Background: an optimization exercise with open tools, aiming at small area, a short achievable clock period and few clock cycles per item. Do not read the settings as production practice. The RTL was checked by simulation tests, not by an equivalence proof against the original design.

Design tally_unit, start of the top module:
module tally_unit (
    input  wire        clk,
    input  wire        rst,
    input  wire        in_valid,
    output wire        in_ready,
    input  wire [7:0]  in_j,
    input  wire [63:0] in_crc_old,
    input  wire [63:0] in_old,
    input  wire [63:0] in_new,
    output wire        out_valid,
    input  wire        out_ready,
    output reg  [63:0] out_crc
);
==> flow/config.mk <==
export PLATFORM = sky130hd
export DESIGN_NAME = tally_unit
export DESIGN_NICKNAME = tally_unit
export VERILOG_FILES = /design/flow/design.v
export SDC_FILE = /design/flow/constraint.sdc
export NUM_CORES = 4
export LEC_CHECK = 0
export CAP_MARGIN = 30
export CORE_MARGIN = 2
export CORE_UTILIZATION = 24
export PLACE_DENSITY = 0.4
export SETUP_SLACK_MARGIN = 5
export SLEW_MARGIN = 30
export SYNTH_MEMORY_MAX_BITS = 16384
==> flow/constraint.sdc <==
create_clock -name core_clock -period 12.0 [get_ports {clk}]
set_input_delay 2.4000 -clock core_clock [delete_from_list [all_inputs] [get_ports {clk}]]
set_output_delay 2.4000 -clock core_clock [all_outputs]
set_load 0.01 [all_outputs]
run.sh (not shown) runs the stock make flow with config.mk's settings and CLKGATE_MAP_FILE= SYNTH_SCRIPT=/design/flow/synth_recipe.tcl, a recipe that flattens the netlist after the stock synthesis.
The starting point finished clean.
Testbench counts at the start, summed over its fixed seeds: cycles 19,280, items 2,400.
Then changed:
==> flow/flow/run.sh (new file) <==
#!/bin/bash
# The standard layout (the design's SDC unchanged), with changes to how it
# is made: timing repair aims 8.5 ns below the clock period, the port buffers
# are buf_1 cells, and antenna repair after detailed routing may take up to
# 8 rounds.
set -euo pipefail
bash standard.sh "BUFFER_PORTS_ARGS=-buffer_cell sky130_fd_sc_hd__buf_1" SETUP_SLACK_MARGIN=8.5 MAX_REPAIR_ANTENNAS_ITER_DRT=8 finish > make_finish.log 2>&1
==> flow/standard.sh (new file) <==
#!/bin/bash
# synth_recipe.tcl (not shown) runs the flow's synth.tcl, then flattens the netlist and writes it again
# the make line also repeats each setting of config.mk as NAME=value (left out here)
make -C /OpenROAD-flow-scripts/flow DESIGN_CONFIG=/design/flow/config.mk WORK_HOME=/design/flow/orfs CLKGATE_MAP_FILE= SYNTH_SCRIPT=/design/flow/synth_recipe.tcl "${@:-finish}"
Settings changed: CAP_MARGIN 30 to 20, SETUP_SLACK_MARGIN 5 to not set, SLEW_MARGIN 30 to 20.
removed: flow/run.sh
After rerunning:
- The new run finished with timing, DRC and antenna clean
- register-to-register slack gains 1.7 ns
- non-clock buffer count increases by 177
- clock skew barely changes
- fmax rises by 44%
Then changed:
==> flow/flow/run.sh (replaced) <==
#!/bin/bash
# The standard layout (the design's SDC unchanged), with changes to how it
# is made: timing repair aims 8 ns below the clock period, the port buffers
# are buf_1 cells, and antenna repair after detailed routing may take up to
# 8 rounds.
set -euo pipefail
bash standard.sh "BUFFER_PORTS_ARGS=-buffer_cell sky130_fd_sc_hd__buf_1" SETUP_SLACK_MARGIN=8 MAX_REPAIR_ANTENNAS_ITER_DRT=8 finish > make_finish.log 2>&1
What happened:
- The new run finished with timing, DRC and antenna clean
- maximum frequency went down by 11%
- final cell count went down by 1.6%


Another version of the RTL of tally_unit (not shown whole).
For scale: roughly 5800 cells after synthesis, roughly 480 flip-flops, ~270 I/O pins, about 0.047 sq mm of cells after synthesis.
Design tally_unit, start of the top module:
module tally_unit (
    input  wire        clk,
    input  wire        rst,
    input  wire        in_valid,
    output wire        in_ready,
    input  wire [7:0]  in_j,
    input  wire [63:0] in_crc_old,
    input  wire [63:0] in_old,
    input  wire [63:0] in_new,
    output wire        out_valid,
    input  wire        out_ready,
    output reg  [63:0] out_crc
);
    localparam [63:0] POLY = 64'h42F0_E1EB_A9EA_3693;
    function [63:0] mulmod_step;
        input [63:0] r0;
        input [63:0] a;
        input [7:0]  d;
        integer i;
        reg [63:0] r;
        begin
            r = r0;
            for (i = 7; i >= 0; i = i - 1)
                r = {r[62:0], 1'b0} ^ (r[63] ? POLY : 64'h0) ^ (d[i] ? a : 64'h0);
            mulmod_step = r;
        end
    endfunction
    reg  [2:0]  bcnt;         
    reg         rdy;          
    reg         rdy0;         
    reg  [63:0] d_q;
    reg         v_q;          
    reg         l_q;          
    reg  [63:0] t_a;          
    reg  [7:0]  j_a;
    reg  [63:0] crc_old_a;
    reg         b_busy;
    reg  [2:0]  k;            
    reg  [63:0] t_b;
    reg  [63:0] crc_old_b;
    reg  [7:0]  j_r;          
    reg  [7:0]  s_q;          
    reg  [63:0] prod;         
    reg         ov;
    wire b_last  = b_busy && (k == 3'd7);
    wire b_done  = b_last && !ov;
    wire b_step  = b_busy && !b_last;
  ...
export LEC_CHECK = 0
export CAP_MARGIN = 25
export CORE_MARGIN = 2
export CORE_UTILIZATION = 24
export PLACE_DENSITY = 0.4
export SLEW_MARGIN = 25
export SYNTH_MEMORY_MAX_BITS = 16384
create_clock -name core_clock -period 12.0 [get_ports {clk}]
standard.sh (not shown) runs the stock make flow with config.mk's settings and CLKGATE_MAP_FILE= SYNTH_SCRIPT=/design/flow/synth_recipe.tcl, a recipe that flattens the netlist after the stock synthesis.
==> flow/flow/run.sh <==
#!/bin/bash
# The standard layout (the design's SDC unchanged), with two changes to how
# it is made: timing repair aims 8 ns below the clock period, and the port
# buffers are buf_1 cells.
set -euo pipefail
bash standard.sh "BUFFER_PORTS_ARGS=-buffer_cell sky130_fd_sc_hd__buf_1" SETUP_SLACK_MARGIN=8 finish > make_finish.log 2>&1
The baseline ran to the end with no violations.
Testbench counts at the start, summed over its fixed seeds: cycles 19,280, items 2,400.
Then changed:
==> flow/flow/run.sh (replaced) <==
#!/bin/bash
# The standard layout (the design's SDC unchanged), with two changes to how
# it is made: timing repair aims 8.5 ns below the clock period, and the port
# buffers are buf_1 cells.
set -euo pipefail
bash standard.sh "BUFFER_PORTS_ARGS=-buffer_cell sky130_fd_sc_hd__buf_1" SETUP_SLACK_MARGIN=8.5 finish > make_finish.log 2>&1
CAP_MARGIN = 20   (was 25)
SLEW_MARGIN = 20   (was 25)
After rerunning: Non-clock buffer count grows by 272; final cell count grows by 3.0%; setup slack improves by 0.39 ns.
Then changed:
CORE_UTILIZATION = 28   (was 24)
PLACE_DENSITY = 0.45   (was 0.4)
Result: With this change the flow stopped in 5_1_grt with GRT-0232; synthesized area is unchanged; synthesized cell count is unchanged.

## what the ideal ports hide
The flow's constraints put no driver on any port. The routed layouts listed below were extracted and timed again, unchanged, in two steps.
Step 1: set_driving_cell puts a clkbuf_16 on clk and a buf_2 on each other input, an assumption about the parent block.
Step 2, shift: input delay + t, output delay - t, t = (earliest + latest rising clock arrival at the registers) / 2. This alone moves slack from input paths to output paths.
a / b / c = ideal / step 1 / step 2; a / b = the first two.
| run | t, ns | setup WS [ns] | latest minus earliest clock arrival (ns) |
|---|---|---|---|
| the first run of note 1 | 0.863 | 6.448 / 6.448 / 6.448 | 0.067 / 0.067 |
| the second run of note 1 | 0.858 | 8.157 / 8.157 / 7.906 | 0.067 / 0.066 |
| the third run of note 1 | 0.855 | 7.661 / 7.661 / 7.661 | 0.083 / 0.083 |
| the first run of note 2 | 0.731 | 7.477 / 7.477 / 7.477 | 0.054 / 0.054 |
| the second run of note 2 | 0.736 | 7.864 / 7.864 / 7.864 | 0.071 / 0.071 |
After both steps every run listed still meets setup and hold. The setup slack of the second run of note 1, which loses most, moves by 0.000 ns with the drivers and by -0.251 ns with both steps.
